Context: an optimization exercise on an open-source flow, tuned for small area, a short achievable clock period and few clock cycles per item. The choices shown serve that exercise and are no tape-out recipe.
The RTL was checked by simulation tests, not by an equivalence proof against the original design.

### flow/run.sh
#!/bin/bash
# Layout with the standard flow (standard.sh), changed in one way only:
# the input and output ports are buffered with sky130_fd_sc_hd__buf_1
# instead of the clkdlybuf4s50_1 delay cell the resizer picks by default.
# Every port still gets its own buffer. ORFS writes each step's log under
# orfs/logs; the make output as a whole goes to standard.log here.
set -euo pipefail
export BUFFER_PORTS_ARGS="-buffer_cell sky130_fd_sc_hd__buf_1"
bash standard.sh > standard.log 2>&1
### standard.sh
#!/bin/bash
# synth_recipe.tcl (not shown) runs the flow's synth.tcl, then flattens the netlist and writes it again
# the make line also repeats each setting of config.mk as NAME=value (left out here)
make -C /OpenROAD-flow-scripts/flow DESIGN_CONFIG=/design/flow/config.mk WORK_HOME=/design/flow/orfs CLKGATE_MAP_FILE= SYNTH_SCRIPT=/design/flow/synth_recipe.tcl "${@:-finish}"
### config.mk
export PLATFORM = sky130hd
export DESIGN_NAME = qvk_xts_enc
export DESIGN_NICKNAME = qvk_xts_enc
export VERILOG_FILES = /design/flow/design.v
export SDC_FILE = /design/flow/constraint.sdc
export NUM_CORES = 4
export LEC_CHECK = 0
export CAP_MARGIN = 20
export CORE_MARGIN = 2
export CORE_UTILIZATION = 40
export SETUP_SLACK_MARGIN = 3.5
export SLEW_MARGIN = 20
export SYNTH_HIERARCHICAL = 1
export SYNTH_MINIMUM_KEEP_SIZE = 0
### constraint.sdc
create_clock -name core_clock -period 7.0 [get_ports {clk}]
set_input_delay 1.4000 -clock core_clock [delete_from_list [all_inputs] [get_ports {clk}]]
set_output_delay 1.4000 -clock core_clock [all_outputs]
set_load 0.01 [all_outputs]
### design.v
module aes_sbox_a (
    input  wire [7:0] a,
    output wire [3:0] q      
);
  wire U0 = a[7], U1 = a[6], U2 = a[5], U3 = a[4];
  wire U4 = a[3], U5 = a[2], U6 = a[1], U7 = a[0];
  wire T1, T2, T3, T4, T5, T6, T7, T8, T9, T10, T11, T12, T13, T14, T15, T16, T17, T18, T19, T20, T21, T22, T23, T24, T25, T26, T27, M1, M2, M3, M4, M5, M6, M7, M8, M9, M10, M11, M12, M13, M14, M15, M16, M17, M18, M19, M20, M21, M22, M23, M24, M25, M26, M27, M28, M29, M30, M31, M32, M33, M34, M35, M36, M37, M38, M39, M40;
  sb_xor2 g_T1 (.a(U0), .b(U3), .y(T1));
  sb_xor2 g_T2 (.a(U0), .b(U5), .y(T2));
  sb_xor2 g_T3 (.a(U0), .b(U6), .y(T3));
  sb_xor2 g_T4 (.a(U3), .b(U5), .y(T4));
  sb_xor2 g_T5 (.a(U4), .b(U6), .y(T5));
  sb_xor2 g_T6 (.a(T1), .b(T5), .y(T6));
  sb_xor2 g_T7 (.a(U1), .b(U2), .y(T7));
  sb_xor2 g_T8 (.a(U7), .b(T6), .y(T8));
  sb_xor2 g_T9 (.a(U7), .b(T7), .y(T9));
  sb_xor2 g_T10 (.a(T6), .b(T7), .y(T10));
  sb_xor2 g_T11 (.a(U1), .b(U5), .y(T11));
  sb_xor2 g_T12 (.a(U2), .b(U5), .y(T12));
  sb_xor2 g_T13 (.a(T3), .b(T4), .y(T13));
  sb_xor2 g_T14 (.a(T6), .b(T11), .y(T14));
  sb_xor2 g_T15 (.a(T5), .b(T11), .y(T15));
  sb_xor2 g_T16 (.a(T5), .b(T12), .y(T16));
  sb_xor2 g_T17 (.a(T9), .b(T16), .y(T17));
  sb_xor2 g_T18 (.a(U3), .b(U7), .y(T18));
  sb_xor2 g_T19 (.a(T7), .b(T18), .y(T19));
  sb_xor2 g_T20 (.a(T1), .b(T19), .y(T20));
  sb_xor2 g_T21 (.a(U6), .b(U7), .y(T21));
  sb_xor2 g_T22 (.a(T7), .b(T21), .y(T22));
  sb_xor2 g_T23 (.a(T2), .b(T22), .y(T23));
  sb_xor2 g_T24 (.a(T2), .b(T10), .y(T24));
  sb_xor2 g_T25 (.a(T20), .b(T17), .y(T25));
  sb_xor2 g_T26 (.a(T3), .b(T16), .y(T26));
  sb_xor2 g_T27 (.a(T1), .b(T12), .y(T27));
  sb_and2 g_M1 (.a(T13), .b(T6), .y(M1));
  sb_and2 g_M2 (.a(T23), .b(T8), .y(M2));
  sb_xor2 g_M3 (.a(T14), .b(M1), .y(M3));
  sb_and2 g_M4 (.a(T19), .b(U7), .y(M4));
  sb_xor2 g_M5 (.a(M4), .b(M1), .y(M5));
  sb_and2 g_M6 (.a(T3), .b(T16), .y(M6));
  sb_and2 g_M7 (.a(T22), .b(T9), .y(M7));
  sb_xor2 g_M8 (.a(T26), .b(M6), .y(M8));
  sb_and2 g_M9 (.a(T20), .b(T17), .y(M9));
  sb_xor2 g_M10 (.a(M9), .b(M6), .y(M10));
  sb_and2 g_M11 (.a(T1), .b(T15), .y(M11));
  sb_and2 g_M12 (.a(T4), .b(T27), .y(M12));
  sb_xor2 g_M13 (.a(M12), .b(M11), .y(M13));
  sb_and2 g_M14 (.a(T2), .b(T10), .y(M14));
  sb_xor2 g_M15 (.a(M14), .b(M11), .y(M15));
  sb_xor2 g_M16 (.a(M3), .b(M2), .y(M16));
  sb_xor2 g_M17 (.a(M5), .b(T24), .y(M17));
  sb_xor2 g_M18 (.a(M8), .b(M7), .y(M18));
  sb_xor2 g_M19 (.a(M10), .b(M15), .y(M19));
  sb_xor2 g_M20 (.a(M16), .b(M13), .y(M20));
  sb_xor2 g_M21 (.a(M17), .b(M15), .y(M21));
  sb_xor2 g_M22 (.a(M18), .b(M13), .y(M22));
  sb_xor2 g_M23 (.a(M19), .b(T25), .y(M23));
  sb_xor2 g_M24 (.a(M22), .b(M23), .y(M24));
  sb_and2 g_M25 (.a(M22), .b(M20), .y(M25));
  sb_xor2 g_M26 (.a(M21), .b(M25), .y(M26));
  sb_xor2 g_M27 (.a(M20), .b(M21), .y(M27));
  sb_xor2 g_M28 (.a(M23), .b(M25), .y(M28));
  sb_and2 g_M29 (.a(M28), .b(M27), .y(M29));
  sb_and2 g_M30 (.a(M26), .b(M24), .y(M30));
  sb_and2 g_M31 (.a(M20), .b(M23), .y(M31));
  sb_and2 g_M32 (.a(M27), .b(M31), .y(M32));
  sb_xor2 g_M33 (.a(M27), .b(M25), .y(M33));
  sb_and2 g_M34 (.a(M21), .b(M22), .y(M34));
  sb_and2 g_M35 (.a(M24), .b(M34), .y(M35));
  sb_xor2 g_M36 (.a(M24), .b(M25), .y(M36));
  sb_xor2 g_M37 (.a(M21), .b(M29), .y(M37));
  sb_xor2 g_M38 (.a(M32), .b(M33), .y(M38));
  sb_xor2 g_M39 (.a(M23), .b(M30), .y(M39));
  sb_xor2 g_M40 (.a(M35), .b(M36), .y(M40));
  assign q = {M37, M38, M39, M40};
endmodule
module aes_sbox_b (
    input  wire [7:0] a,
    input  wire [3:0] q,     
    output wire [7:0] y
);
  wire U0 = a[7], U1 = a[6], U2 = a[5], U3 = a[4];
  wire U4 = a[3], U5 = a[2], U6 = a[1], U7 = a[0];
  wire M37 = q[3], M38 = q[2], M39 = q[1], M40 = q[0];
  wire T1, T2, T3, T4, T5, T6, T7, T8, T9, T10, T11, T12, T13, T15, T16, T17, T18, T19, T20, T21, T22, T23, T27, M41, M42, M43, M44, M45, M46, M47, M48, M49, M50, M51, M52, M53, M54, M55, M56, M57, M58, M59, M60, M61, M62, M63, L0, L1, L2, L3, L4, L5, L6, L7, L8, L9, L10, L11, L12, L13, L14, L15, L16, L17, L18, L19, L20, L21, L22, L23, L24, L25, L26, L27, L28, L29;
  sb_xor2 g_T1 (.a(U0), .b(U3), .y(T1));
  sb_xor2 g_T2 (.a(U0), .b(U5), .y(T2));
  sb_xor2 g_T3 (.a(U0), .b(U6), .y(T3));
  sb_xor2 g_T4 (.a(U3), .b(U5), .y(T4));
  sb_xor2 g_T5 (.a(U4), .b(U6), .y(T5));
  sb_xor2 g_T6 (.a(T1), .b(T5), .y(T6));
  sb_xor2 g_T7 (.a(U1), .b(U2), .y(T7));
  sb_xor2 g_T8 (.a(U7), .b(T6), .y(T8));
  sb_xor2 g_T9 (.a(U7), .b(T7), .y(T9));
  sb_xor2 g_T10 (.a(T6), .b(T7), .y(T10));
  sb_xor2 g_T11 (.a(U1), .b(U5), .y(T11));
  sb_xor2 g_T12 (.a(U2), .b(U5), .y(T12));
  sb_xor2 g_T13 (.a(T3), .b(T4), .y(T13));
  sb_xor2 g_T15 (.a(T5), .b(T11), .y(T15));
  sb_xor2 g_T16 (.a(T5), .b(T12), .y(T16));
  sb_xor2 g_T17 (.a(T9), .b(T16), .y(T17));
  sb_xor2 g_T18 (.a(U3), .b(U7), .y(T18));
  sb_xor2 g_T19 (.a(T7), .b(T18), .y(T19));
  sb_xor2 g_T20 (.a(T1), .b(T19), .y(T20));
  sb_xor2 g_T21 (.a(U6), .b(U7), .y(T21));
  sb_xor2 g_T22 (.a(T7), .b(T21), .y(T22));
  sb_xor2 g_T23 (.a(T2), .b(T22), .y(T23));
  sb_xor2 g_T27 (.a(T1), .b(T12), .y(T27));
  sb_xor2 g_M41 (.a(M38), .b(M40), .y(M41));
  sb_xor2 g_M42 (.a(M37), .b(M39), .y(M42));
  sb_xor2 g_M43 (.a(M37), .b(M38), .y(M43));
  sb_xor2 g_M44 (.a(M39), .b(M40), .y(M44));
  sb_xor2 g_M45 (.a(M42), .b(M41), .y(M45));
  sb_and2 g_M46 (.a(M44), .b(T6), .y(M46));
  sb_and2 g_M47 (.a(M40), .b(T8), .y(M47));
  sb_and2 g_M48 (.a(M39), .b(U7), .y(M48));
  sb_and2 g_M49 (.a(M43), .b(T16), .y(M49));
  sb_and2 g_M50 (.a(M38), .b(T9), .y(M50));
  sb_and2 g_M51 (.a(M37), .b(T17), .y(M51));
  sb_and2 g_M52 (.a(M42), .b(T15), .y(M52));
  sb_and2 g_M53 (.a(M45), .b(T27), .y(M53));
  sb_and2 g_M54 (.a(M41), .b(T10), .y(M54));
  sb_and2 g_M55 (.a(M44), .b(T13), .y(M55));
  sb_and2 g_M56 (.a(M40), .b(T23), .y(M56));
  sb_and2 g_M57 (.a(M39), .b(T19), .y(M57));
  sb_and2 g_M58 (.a(M43), .b(T3), .y(M58));
  sb_and2 g_M59 (.a(M38), .b(T22), .y(M59));
  sb_and2 g_M60 (.a(M37), .b(T20), .y(M60));
  sb_and2 g_M61 (.a(M42), .b(T1), .y(M61));
  sb_and2 g_M62 (.a(M45), .b(T4), .y(M62));
  sb_and2 g_M63 (.a(M41), .b(T2), .y(M63));
  sb_xor2 g_L0 (.a(M61), .b(M62), .y(L0));
  sb_xor2 g_L1 (.a(M50), .b(M56), .y(L1));
  sb_xor2 g_L2 (.a(M46), .b(M48), .y(L2));
  sb_xor2 g_L3 (.a(M47), .b(M55), .y(L3));
  sb_xor2 g_L4 (.a(M54), .b(M58), .y(L4));
  sb_xor2 g_L5 (.a(M49), .b(M61), .y(L5));
  sb_xor2 g_L6 (.a(M62), .b(L5), .y(L6));
  sb_xor2 g_L7 (.a(M46), .b(L3), .y(L7));
  sb_xor2 g_L8 (.a(M51), .b(M59), .y(L8));
  sb_xor2 g_L9 (.a(M52), .b(M53), .y(L9));
  sb_xor2 g_L10 (.a(M53), .b(L4), .y(L10));
  sb_xor2 g_L11 (.a(M60), .b(L2), .y(L11));
  sb_xor2 g_L12 (.a(M48), .b(M51), .y(L12));
  sb_xor2 g_L13 (.a(M50), .b(L0), .y(L13));
  sb_xor2 g_L14 (.a(M52), .b(M61), .y(L14));
  sb_xor2 g_L15 (.a(M55), .b(L1), .y(L15));
  sb_xor2 g_L16 (.a(M56), .b(L0), .y(L16));
  sb_xor2 g_L17 (.a(M57), .b(L1), .y(L17));
  sb_xor2 g_L18 (.a(M58), .b(L8), .y(L18));
  sb_xor2 g_L19 (.a(M63), .b(L4), .y(L19));
  sb_xor2 g_L20 (.a(L0), .b(L1), .y(L20));
  sb_xor2 g_L21 (.a(L1), .b(L7), .y(L21));
  sb_xor2 g_L22 (.a(L3), .b(L12), .y(L22));
  sb_xor2 g_L23 (.a(L18), .b(L2), .y(L23));
  sb_xor2 g_L24 (.a(L15), .b(L9), .y(L24));
  sb_xor2 g_L25 (.a(L6), .b(L10), .y(L25));
  sb_xor2 g_L26 (.a(L7), .b(L9), .y(L26));
  sb_xor2 g_L27 (.a(L8), .b(L10), .y(L27));
  sb_xor2 g_L28 (.a(L11), .b(L14), .y(L28));
  sb_xor2 g_L29 (.a(L11), .b(L17), .y(L29));
  sb_xor2 g_y7 (.a(L6), .b(L24), .y(y[7]));
  sb_xnor2 g_y6 (.a(L16), .b(L26), .y(y[6]));
  sb_xnor2 g_y5 (.a(L19), .b(L28), .y(y[5]));
  sb_xor2 g_y4 (.a(L6), .b(L21), .y(y[4]));
  sb_xor2 g_y3 (.a(L20), .b(L22), .y(y[3]));
  sb_xor2 g_y2 (.a(L25), .b(L29), .y(y[2]));
  sb_xnor2 g_y1 (.a(L13), .b(L27), .y(y[1]));
  sb_xnor2 g_y0 (.a(L6), .b(L23), .y(y[0]));
endmodule
module aes_sbox (
    input  wire [7:0] a,
    output wire [7:0] y
);
  wire [3:0] q;
  aes_sbox_a u_a (.a(a), .q(q));
  aes_sbox_b u_b (.a(a), .q(q), .y(y));
endmodule
module sb_xor2 (input wire a, input wire b, output wire y);
  assign y = a ^ b;
endmodule
module sb_xnor2 (input wire a, input wire b, output wire y);
  assign y = ~(a ^ b);
endmodule
module sb_and2 (input wire a, input wire b, output wire y);
  assign y = a & b;
endmodule
module aes_stage_a (
    input  wire [127:0] state_in,
    output wire [63:0]  q            
);
  genvar gi;
  generate
    for (gi = 0; gi < 16; gi = gi + 1) begin : g_sbox
      aes_sbox_a u_sbox (.a(state_in[127-8*gi -: 8]), .q(q[63-4*gi -: 4]));
    end
  endgenerate
endmodule
module aes_stage_b (
    input  wire [127:0] u,           
    input  wire [63:0]  q,           
    input  wire [127:0] round_key,
    output wire [127:0] shifted,     
    output wire [127:0] mixed        
);
  wire [127:0] sub;
  genvar gi;
  generate
    for (gi = 0; gi < 16; gi = gi + 1) begin : g_sbox
      aes_sbox_b u_sbox (.a(u[127-8*gi -: 8]), .q(q[63-4*gi -: 4]),
                         .y(sub[127-8*gi -: 8]));
    end
  endgenerate
  generate
    for (gi = 0; gi < 16; gi = gi + 1) begin : g_shift
      localparam integer ROW = gi % 4;
      localparam integer COL = gi / 4;
      localparam integer SRC = 4 * ((COL + ROW) % 4) + ROW;
      assign shifted[127-8*gi -: 8] = sub[127-8*SRC -: 8];
    end
  endgenerate
  generate
    for (gi = 0; gi < 4; gi = gi + 1) begin : g_mix
      aes_mixadd u_mix (
          .a(shifted[127-32*gi -: 32]),
          .k(round_key[127-32*gi -: 32]),
          .b(mixed[127-32*gi -: 32])
      );
    end
  endgenerate
endmodule
module aes_mixadd (
    input  wire [31:0] a,
    input  wire [31:0] k,
    output wire [31:0] b
);
  wire [7:0] ab [0:3];     
  wire [7:0] kb [0:3];     
  wire [7:0] t  [0:3];     
  wire [7:0] xt [0:3];     
  wire [7:0] u  [0:3];     
  wire [7:0] w  [0:3];     
  genvar i, j;
  generate
    for (i = 0; i < 4; i = i + 1) begin : g_byte
      assign ab[i] = a[31-8*i -: 8];
      assign kb[i] = k[31-8*i -: 8];
    end
    for (i = 0; i < 4; i = i + 1) begin : g_col
      for (j = 0; j < 8; j = j + 1) begin : g_bit
        sb_xor2 g_t (.a(ab[i][j]), .b(ab[(i+1)%4][j]), .y(t[i][j]));
        sb_xor2 g_u (.a(ab[(i+1)%4][j]), .b(kb[i][j]), .y(u[i][j]));
        sb_xor2 g_w (.a(u[i][j]), .b(t[(i+2)%4][j]), .y(w[i][j]));
        sb_xor2 g_b (.a(xt[i][j]), .b(w[i][j]), .y(b[31-8*i-7+j]));
        if (j == 0) begin : g_x0
          assign xt[i][0] = t[i][7];
        end else if (j == 1 || j == 3 || j == 4) begin : g_xr
          sb_xor2 g_x (.a(t[i][j-1]), .b(t[i][7]), .y(xt[i][j]));
        end else begin : g_xs
          assign xt[i][j] = t[i][j-1];
        end
      end
    end
  endgenerate
endmodule
module aes256_key_step (
    input  wire [127:0] prev,
    input  wire [31:0]  u,       
    input  wire [15:0]  q,       
    input  wire [7:0]   rc,      
    output wire [127:0] next
);
  wire [31:0] t;
  genvar gi;
  generate
    for (gi = 0; gi < 4; gi = gi + 1) begin : g_sbox
      aes_sbox_b u_sbox (.a(u[31-8*gi -: 8]), .q(q[15-4*gi -: 4]),
                         .y(t[31-8*gi -: 8]));
    end
  endgenerate
  wire [31:0] p0 = prev[127:96] ^ {rc, 24'h0};
  wire [31:0] p1 = p0 ^ prev[95:64];
  wire [31:0] p2 = p1 ^ prev[63:32];
  wire [31:0] p3 = p2 ^ prev[31:0];
  generate
    for (gi = 0; gi < 32; gi = gi + 1) begin : g_add
      sb_xor2 g_0 (.a(t[gi]), .b(p0[gi]), .y(next[96+gi]));
      sb_xor2 g_1 (.a(t[gi]), .b(p1[gi]), .y(next[64+gi]));
      sb_xor2 g_2 (.a(t[gi]), .b(p2[gi]), .y(next[32+gi]));
      sb_xor2 g_3 (.a(t[gi]), .b(p3[gi]), .y(next[gi]));
    end
  endgenerate
endmodule
module aes256_key_stage_a (
    input  wire [31:0] w,
    output wire [15:0] q
);
  genvar gi;
  generate
    for (gi = 0; gi < 4; gi = gi + 1) begin : g_sbox
      aes_sbox_a u_sbox (.a(w[31-8*gi -: 8]), .q(q[15-4*gi -: 4]));
    end
  endgenerate
endmodule
module qvk_xts_enc (
    input  wire         clk,
    input  wire         rst,
    input  wire [255:0] key1,
    input  wire [255:0] key2,
    input  wire         in_valid,
    output wire         in_ready,
    input  wire         in_first,
    input  wire [127:0] in_tweak,
    input  wire [127:0] in_data,
    output wire         out_valid,
    input  wire         out_ready,
    output wire [127:0] out_data
);
  function [127:0] byte_rev(input [127:0] v);
    integer i;
    for (i = 0; i < 16; i = i + 1)
      byte_rev[127-8*i -: 8] = v[8*i +: 8];
  endfunction
  function [127:0] mul_alpha(input [127:0] t);
    reg [127:0] le;
    begin
      le = byte_rev(t);
      le = {le[126:0], 1'b0} ^ (le[127] ? 128'h87 : 128'h0);
      mul_alpha = byte_rev(le);
    end
  endfunction
  function [127:0] div_alpha(input [127:0] t);
    reg [127:0] le;
    begin
      le = byte_rev(t);
      le = {1'b0, le[127:1]} ^ (le[0] ? {1'b1, 119'h0, 8'h43} : 128'h0);
      div_alpha = byte_rev(le);
    end
  endfunction
  reg         busy;        
  reg [4:0]   pc;          
  reg         xf;          
  reg         p0;          
  reg         ks;          
  reg         twk;         
  reg         has_y;       
  reg         yfin;        
  reg         tsh;         
  reg         tw_fresh;    
  reg [127:0] state;       
  reg [127:0] mu;          
  reg [63:0]  mq;          
  reg [255:0] kreg;        
  reg [31:0]  ku;          
  reg [15:0]  kq;          
  reg [127:0] tval;        
  reg         out_valid_r;
  reg [127:0] out_data_r;
  wire xfin    = xf;
  wire stall_x = xfin && !twk && out_valid_r && !out_ready;
  wire stall_y = yfin && out_valid_r && !out_ready;
  wire stall   = stall_x || stall_y;
  wire x_open = (!busy || (xfin && !twk)) && !out_valid_r;
  wire y_open = p0 && !twk && !stall_y;
  assign in_ready = x_open ? (!in_first || tw_fresh) : (y_open && !in_first);
  wire x_acc   = in_valid && x_open && (!in_first || tw_fresh);
  wire y_acc   = in_valid && y_open && !in_first;
  wire t_start = in_valid && x_open && in_first && !tw_fresh;
  wire p_start = x_acc || t_start;
  wire [63:0]  qa;
  aes_stage_a u_a (.state_in(state), .q(qa));
  wire [127:0] shifted, mixed;
  aes_stage_b u_b (
      .u        (mu),
      .q        (mq),
      .round_key(kreg[127:0]),
      .shifted  (shifted),
      .mixed    (mixed)
  );
  wire [127:0] fin  = shifted ^ kreg[127:0];         
  wire         d2   = xfin ? has_y : tsh;
  wire [127:0] tfin = div_alpha(d2 ? div_alpha(tval) : tval);
  wire [31:0]  kw   = pc[1] ? kreg[31:0] : {kreg[23:0], kreg[31:24]};
  wire [15:0]  kqa;
  aes256_key_stage_a u_ka (.w(kw), .q(kqa));
  wire [4:0]   nxt  = {1'b0, pc[4:1]} + 5'd1;
  wire [7:0]   rc   = nxt[0] ? 8'h00 : (8'h01 << (nxt[4:1] - 4'd1));
  wire [127:0] key_next;
  aes256_key_step u_key (
      .prev(kreg[255:128]),
      .u   (ku),
      .q   (kq),
      .rc  (rc),
      .next(key_next)
  );
  wire       busy_n = stall ? busy : (p_start || (busy && !xf));
  wire [4:0] pc_n   = stall ? pc : p_start ? 5'd0 : busy ? pc + 5'd1 : pc;
  always @(posedge clk) begin
    if (rst) begin
      busy        <= 1'b0;
      xf          <= 1'b0;
      p0          <= 1'b0;
      ks          <= 1'b0;
      twk         <= 1'b0;
      yfin        <= 1'b0;
      tw_fresh    <= 1'b0;
      out_valid_r <= 1'b0;
    end else begin
      if (out_valid_r && out_ready)
        out_valid_r <= 1'b0;
      busy <= busy_n;
      pc   <= pc_n;
      xf   <= busy_n && (pc_n == 5'd27);
      p0   <= busy_n && (pc_n == 5'd0);
      ks   <= busy_n && !pc_n[0] && (pc_n >= 5'd2) && (pc_n <= 5'd26);
      if (!stall) begin
        mu <= state;
        mq <= qa;
        if ((xfin && !twk) || yfin) begin
          out_valid_r <= 1'b1;
          out_data_r  <= fin ^ tfin;
        end
        if (xfin && twk) begin
          tval     <= fin;
          tw_fresh <= 1'b1;
        end
        yfin <= xfin && has_y;
        if (xfin)
          tsh <= x_acc;
        if (x_acc || y_acc)
          state <= in_data ^ tval ^ key1[255:128];
        else if (t_start)
          state <= byte_rev(in_tweak) ^ key2[255:128];
        else
          state <= mixed;
        if (x_acc || y_acc)
          tval <= mul_alpha(tval);
        if (x_acc && in_first)
          tw_fresh <= 1'b0;
        if (p_start) begin
          twk   <= t_start;
          has_y <= 1'b0;
        end
        if (y_acc)
          has_y <= 1'b1;
        if (p0)
          kreg <= twk ? key2 : key1;
        else if (ks)
          kreg <= {kreg[127:0], key_next};
      end
    end
    ku <= kw;
    kq <= kqa;
  end
  assign out_valid = out_valid_r;
  assign out_data  = out_data_r;
endmodule
==> impl_metrics.tcl, run 1 <==
set metrics [dict create \
    setup_slack_ps 2940 \
    rows 161 \
    worst_slew_pin_slew_ps 1160 \
    async_reset_ff_frac 0 \
    layout_commonest_cell "xor2_1" \
    avgRoutedWirePerCell_um 28.9 \
    antenna_found_initial 33 \
    die_y_um 444 \
    vias_per_cell 5.11 \
    rsz0062_at_grt "true" \
    clk_path_buf_depth 3 \
    hold_path.class "flop to flop" \
    avgSynthCellArea_um2 11.0 \
    hold_violations 0 \
    grt_overflow 0 \
    clock_skew_ps 38.8 \
    dp.final_hpwl_um 248000 \
    grt.total_usage 0.310 \
    tritoncts "yes" \
    fin_crit_ps 4060 \
    drt_iter0_drc 5174 \
    drtAntennaViolNets 0 \
    final_cells 11400 \
    synthCells 7039 \
    clk_pin_slew_ps 60 \
    die_area_mm2 0.197 \
    worst_setup_path_start_kind "flop" \
    rr_endpoint "state[60]" \
    status "complete, no violations" \
    drc 0 \
    gp_congestion 1.00 \
    synth_seq_area_share 0.340 \
    die-width_um 444 \
    cts.sinks 895 \
    numPortBuffers 902 \
    yosysUniqueCellTypes 51 \
    critPathMaxFanout 4 \
    clock_latency_ps 770 \
    worstPathRequired_ps 7590 \
    core_area_mm2 0.192 \
    htreeDepth 3 \
    rr_worst_depth 15 \
    vias 58100 \
    setup_violations 0 \
    areaGrowthSynthToFinish_pct 37.9 \
    synth.net_count 7814 \
    dpl.cell_count 10300 \
    holdPathStages 0 \
    hold_ws_ps 504 \
    mostFrequentLayoutCells "xor2_1 (2312), buf_1 (900), edfxtp_1 (839), xor2_2 (739), buf_4 (666)" \
    cts_root_buf "clkbuf_16" \
    ctsHoldBuffers 0 \
    initial_core_util 0.402 \
    relSlewSlack 0.222 \
    slew_viol_final 0 \
    yosys_most_used_dff "edfxtp_1" \
    firstDrtPassIters 7 \
    reg2reg_slack_ps 2940 \
    synth.ff_latch_count 895 \
    ioPinCount 903 \
    worst_setup_path_end_kind "flop" \
    min_from "state[67]" \
    whs_endpoint "mu[67]" \
    path_class "flop to flop" \
    post-route-period-util 0.579 \
    grt_max_degree 212 \
    syn_area_mm2 0.0773 \
    yosys_warnings 8 \
    grt_pass1_wl_um 431000 \
    cts_made_buffers 109 \
    routed_wl_um 328000 \
    cp.arrival_ps 4650 \
    drive_above_1_share 0.285 \
    synth_edf_count 839 \
    fmax_mhz 247 \
    r2r_start "mu[17]" \
    nets 9499 \
    drv_cap 0 \
    grt_pass1_vias 57600 \
    place_ws_ps 2030 \
]
critical path: stages, from the launching register on:
cell,delay [ps]
edfxtp_1,470
xor2_2,240
buf_4,170
buf_4,110
xor2_1,130
and2_1,210
xor2_1,490
xor2_1,350
xor2_2,190
buf_6,170
xor2_4,270
buf_4,190
xor2_2,300
xor2_2,290
mux2i_1,120
mux2i_1,160
cell families (layout without fill, tap and decap cells):
logic type / count (synthesis) / count (layout) / synth area share
xor gates and xnor gates: 3792 / 3792 / 0.436
adders and majority gates: 2 / 2 / 0.000324
DFF: 895 / 895 / 0.340
AOI/OAI and AO/OA: 289 / 289 / 0.0196
and+or+nand+nor: 998 / 998 / 0.0715
other: 0 / 14 / 0
buffers and inverters: 264 / 2040 / 0.0213
muxes: 799 / 799 / 0.111
per-layer routing:
metal,up-vias,track usage,part of all wire
li1,25600,-,-
met1,29400,0.394,0.39
met2,2337,0.503,0.47
met3,695,0.0410,0.061
met4,20,0.184,0.079
met5,-,0,0.00038
worst max-delay path by stage:
stage	endpoint	cells after the start	startpoint
2_1_floorplan	mq[0]	4	out_ready
3_3_place_gp	state[100]	13	mu[125]
3_5_place_dp	state[100]	13	mu[125]
4_1_cts	state[100]	11	mq[60]
5_1_grt	state[110]	17	mu[84]
6_report	state[60]	15	mu[17]
flip-flops by register name (all words and copies together), names as in the netlist, 5 cells and up:
name	count
kreg	256
state	128
kq	16
mu	128
pc	5
out_data_r	128
tval	128
mq	64
ku	32
modules after synthesis (local to each module, per instance), excerpt:
| module | times used | cell area, um2 | cells inside | flip-flops and latches |
|---|---|---|---|---|
| qvk_xts_enc | 1 | 44400 | 3115 | 895 |
| sb_xor2 | 2948 | 8.76 | 1 | 0 |
| aes256_key_step | 1 | 1570 | 136 | 0 |
| sb_xnor2 | 80 | 8.76 | 1 | 0 |
| sb_and2 | 680 | 6.26 | 1 | 0 |
| aes_sbox_a | 20 | 30.0 | 4 | 0 |
cell type report:
cell class	instances	area (um2)
Clock inverter	72	699
Inverter	32	124
Clock buffer	130	2870
Timing Repair Buffer	1806	11600
Sequential cell	895	26300
Fill cell	15900	85800
Tap cell	2526	3160
Antenna cell	14	35.0
Multi-Input combinational cell	5880	61800
repair_timing:
item	in CTS	in global routing
setup endpoints to repair	466	389
pin swaps	480	408
resized for setup	946	846
cloned	0	2
setup buffers	578	268
through the flow:
| stage | util | instance area [um2] | setup TNS, ps |
|---|---|---|---|
| floorplan | - | 77300 | -26780 |
| global placement | 0.432 | 83100 | 0 |
| detailed placement | 0.432 | 83100 | 0 |
| CTS | 0.510 | 98100 | 0 |
| global route | 0.554 | 107000 | 0 |
| finish | 0.554 | 107000 | 0 |
synth_stat cells, drive strengths merged (2+ instances only):
library cell	instances	area [um2]
a211oi	2	20.0
a21oi	265	1330
a31oi	4	25.0
and2	682	4270
and2b	2	15.0
and3	2	12.5
and4	2	17.5
buf	169	1290
clkbuf	63	236
dfxtp	56	1120
edfxtp	839	25200
ha	2	25.0
inv	32	120
mux2	160	2180
mux2i	639	6400
nand2	8	37.5
nand2b	7	43.8
nand3	3	15.0
nor2	283	1060
nor2b	2	15.0
nor3	5	25.0
o211ai	3	22.5
o21ai	5	25.0
o221a	2	22.5
xnor2	404	3540
xnor3	32	721
xor2	3356	29500
Testbench counts, summed over its fixed seeds: cycles 65,052, blocks 4,608.
==> inputs of run 2 (changes only) <==
==> run.sh (new file) <==
#!/bin/bash
# synth_recipe.tcl (not shown) runs the flow's synth.tcl, then flattens the netlist and writes it again
# the make line also repeats each setting of config.mk as NAME=value (left out here)
make -C /OpenROAD-flow-scripts/flow DESIGN_CONFIG=/design/flow/config.mk WORK_HOME=/design/flow/orfs CLKGATE_MAP_FILE= SYNTH_SCRIPT=/design/flow/synth_recipe.tcl finish
--- a/config.mk
+++ b/config.mk
@@ -10,3 +10,3 @@
 export CORE_UTILIZATION = 40
-export SETUP_SLACK_MARGIN = 3.5
+export SETUP_SLACK_MARGIN = 3.3
 export SLEW_MARGIN = 20
removed: flow/run.sh
removed: standard.sh
==> run 2 against run 1 <==
Cell count fell by 1.8%. Register-to-register slack improved by 140 ps. Sequential cell count did not move. Setup slack improved by 140 ps. Die area did not move. Sequential share of layout area rose by 0.17 points. Critical path depth did not move. Hold slack got worse by 25 ps. Final area fell by 0.70%. Global-route usage fell by 0.52 points. Largest cell class unchanged.
==> impl_metrics.tcl, run 2 <==
set metrics [dict create \
    drive_above_1_share 0.221 \
    core_area_mm2 0.192 \
    clk_path_buf_depth 3 \
    largest_register_ffs 256 \
    grt_overflow 0 \
    hold_violations 0 \
    htreeDepth 3 \
    path_cells "xor2_2 -> buf_4 -> xor2_2 -> xor2_1 -> and2_4 -> xor2_4 -> xor2_1 -> xor2_1 -> xor2_2 -> buf_6 -> xor2_4 -> buf_4 -> xor2_1 -> mux2i_1 -> mux2i_1" \
    vias 56300 \
    synth_edf_count 839 \
    avgSynthCellArea_um2 11.0 \
    worst_setup_path_end_kind "flop" \
    drt_iter0_drc 4767 \
    hold_ws_ps 479 \
    grt_pass1_wl_um 424000 \
    yosys_most_used_dff "edfxtp_1" \
    synth_seq_area_share 0.340 \
    nFillCells 16300 \
    grt_max_degree 187 \
    synth_most_common_cell "xor2_1" \
    critPathMaxFanout 5 \
    grt_pass1_vias 55800 \
    cp_common_cell "xor2_1" \
    die_area_mm2 0.197 \
    synth_common_cells "xor2_1 (3348), edfxtp_1 (839), and2_1 (680)" \
    nets 9297 \
    rsz0062_at_grt "true" \
    cts_root_buf "clkbuf_16" \
    synthCells 7039 \
    regMostFlops "kreg" \
    die_y_um 444 \
    tritoncts "yes" \
    rows 161 \
    hold_path.class "flop to flop" \
    vias_per_cell 5.05 \
    cp.arrival_ps 4470 \
    yosysTopAreaCell "xor2_1" \
    yosys_warnings 8 \
    slew_viol_final 0 \
    mostFrequentLayoutCells "xor2_1 (2648), clkdlybuf4s50_1 (899), edfxtp_1 (839), mux2i_1 (631), and2_1 (613)" \
    post-route-period-util 0.560 \
    areaGrowthSynthToFinish_pct 36.9 \
    avgRoutedWirePerCell_um 28.4 \
    synth.ff_latch_count 895 \
    cts.sinks 895 \
    drv_cap 0 \
    layout_commonest_cell "xor2_1" \
    routed_wl_um 317000 \
    fin_crit_ps 3920 \
    firstDrtPassIters 7 \
    dp.final_hpwl_um 250000 \
    gp_congestion 0.943 \
    fmax_mhz 255 \
    setup_violations 0 \
    worst_setup_path_start_kind "flop" \
    cts_made_buffers 111 \
    path_class "flop to flop" \
    worstPathRequired_ps 7560 \
    synth.net_count 7814 \
    ioPinCount 903 \
    clk_pin_slew_ps 60 \
    relSlewSlack 0.236 \
    syn_area_mm2 0.0773 \
    drtAntennaViolNets 0 \
    clock_latency_ps 770 \
    initial_core_util 0.402 \
    status "complete, no violations" \
    fin_util 0.550 \
    yosysUniqueCellTypes 51 \
    grt_busiest_layer "met2" \
    synth.area.top_cells "xor2_1 (38%), edfxtp_1 (33%), mux2i_1 (8.3%)" \
    synth_top_area_share 0.379 \
    met3_usage 0.0382 \
    gr-usage-met1 0.395 \
    grt.total_usage 0.305 \
    slowest_delay_ps 470 \
    worst_slew_pin_slew_ps 1110 \
    async_reset_ff_frac 0 \
    slowest_stage "edfxtp_1" \
    antenna_found_initial 27 \
    grtUsageMet2 0.508 \
    drc 0 \
    die-width_um 444 \
    clock_skew_ps 29.5 \
    numPortBuffers 902 \
]
==> run 2: per-stage QoR <==
stage               cells  TNS, ps  cell area (um2)  setup WS (ps)
floorplan            7039   -26780            77300          -83.7
global placement    10300        0            88700           2080
detailed placement  10300        0            88700           2060
CTS                 10800        0            98600           3110
global route        11100        0           106000           2950
finish              11200        0           106000           3080
==> run 2: area by class of cell <==
cell class | instances | area [um2] | share of cell area
sequential | 895 | 26300 | 0.249
multi-input combinational | 5881 | 57300 | 0.542
timing repair buffer | 1601 | 15100 | 0.142
clock inverter | 65 | 833 | 0.00787
inverter | 32 | 124 | 0.00117
antenna | 14 | 35.0 | 0.000331
tap | 2526 | 3160 | 0.0299
clock buffer | 138 | 2980 | 0.0282
==> run 2: cell families after synthesis <==
logic type,share of synthesized area
mux,0.111
simple gates,0.0715
compound gates,0.0196
flops,0.340
xor+xnor,0.436
fa+ha+maj,0.000324
buf+inv,0.0213
==> run 2: final timing paths <==
check	from	to	slack [ps]	cells after the start
worst min-delay path	state[67]	mu[67]	480	0
worst max register to register	mu[85]	state[112]	3080	15
worst max-delay path	mu[85]	state[112]	3080	15
worst min register to register	state[67]	mu[67]	480	0
==> run 2: Yosys stat by module, one instance, submodules excluded, excerpt <==
module / copies in the design / flip-flops and latches / cells
aes256_key_step: 1 / 0 / 136
sb_xnor2: 80 / 0 / 1
qvk_xts_enc: 1 / 895 / 3115
sb_xor2: 2948 / 0 / 1
sb_and2: 680 / 0 / 1
aes_sbox_a: 20 / 0 / 4
==> run 2: timing repair <==
| action | in CTS | in global routing |
|---|---|---|
| hold buffers | 0 | 0 |
| resized for setup | 455 | 674 |
| gates cloned | 1 | 0 |
| pin swaps | 233 | 351 |
| setup buffers | 334 | 301 |
| setup endpoints to repair | 482 | 220 |
==> run 2: worst max-delay path, delay by kind of cell (launching register included) <==
kind | cells | cell delay, ps
xor gates and xnor gates | 9 | 2080
buffers and inverters | 3 | 530
DFF | 1 | 470
muxes | 2 | 430
and+or+nand+nor | 1 | 210
==> run 2: routing by layer <==
layer,vias to the layer above,share of wire
li1,25500,-
met3,454,0.055
met4,4,0.053
met2,1968,0.48
met5,-,0.000082
met1,28400,0.41

==> what the ideal ports hide <==
No port has a modelled driver above. Below, the same layouts with a new extraction and two added sets of constraints.
Step 1 sets driving cells, clkbuf_16 on the clock port and buf_2 on the other inputs (assumed; they add their load-dependent delay and slew).
Step 2 times the ports against the registers' clock, not the clock port: input delays grow and output delays shrink by t, the midpoint of the rising clock arrivals with the driver on.
Three values: ideal, step 1, step 2; two values: the first two.
| run | t, ns | setup WS [ns] | hold WS [ns] | latest minus earliest clock arrival (ns) |
|---|---|---|---|---|
| run 1 | 0.858 | 2.944 / 2.944 / 2.682 | 0.504 / 0.504 / 0.504 | 0.046 / 0.046 |
| run 2 | 0.849 | 3.083 / 3.083 / 2.604 | 0.479 / 0.479 / 0.479 | 0.034 / 0.034 |
After both steps setup and hold are still met in every run listed. For run 2, which loses most, drivers alone change the setup slack by 0.000 ns; drivers and shift together by -0.479 ns.
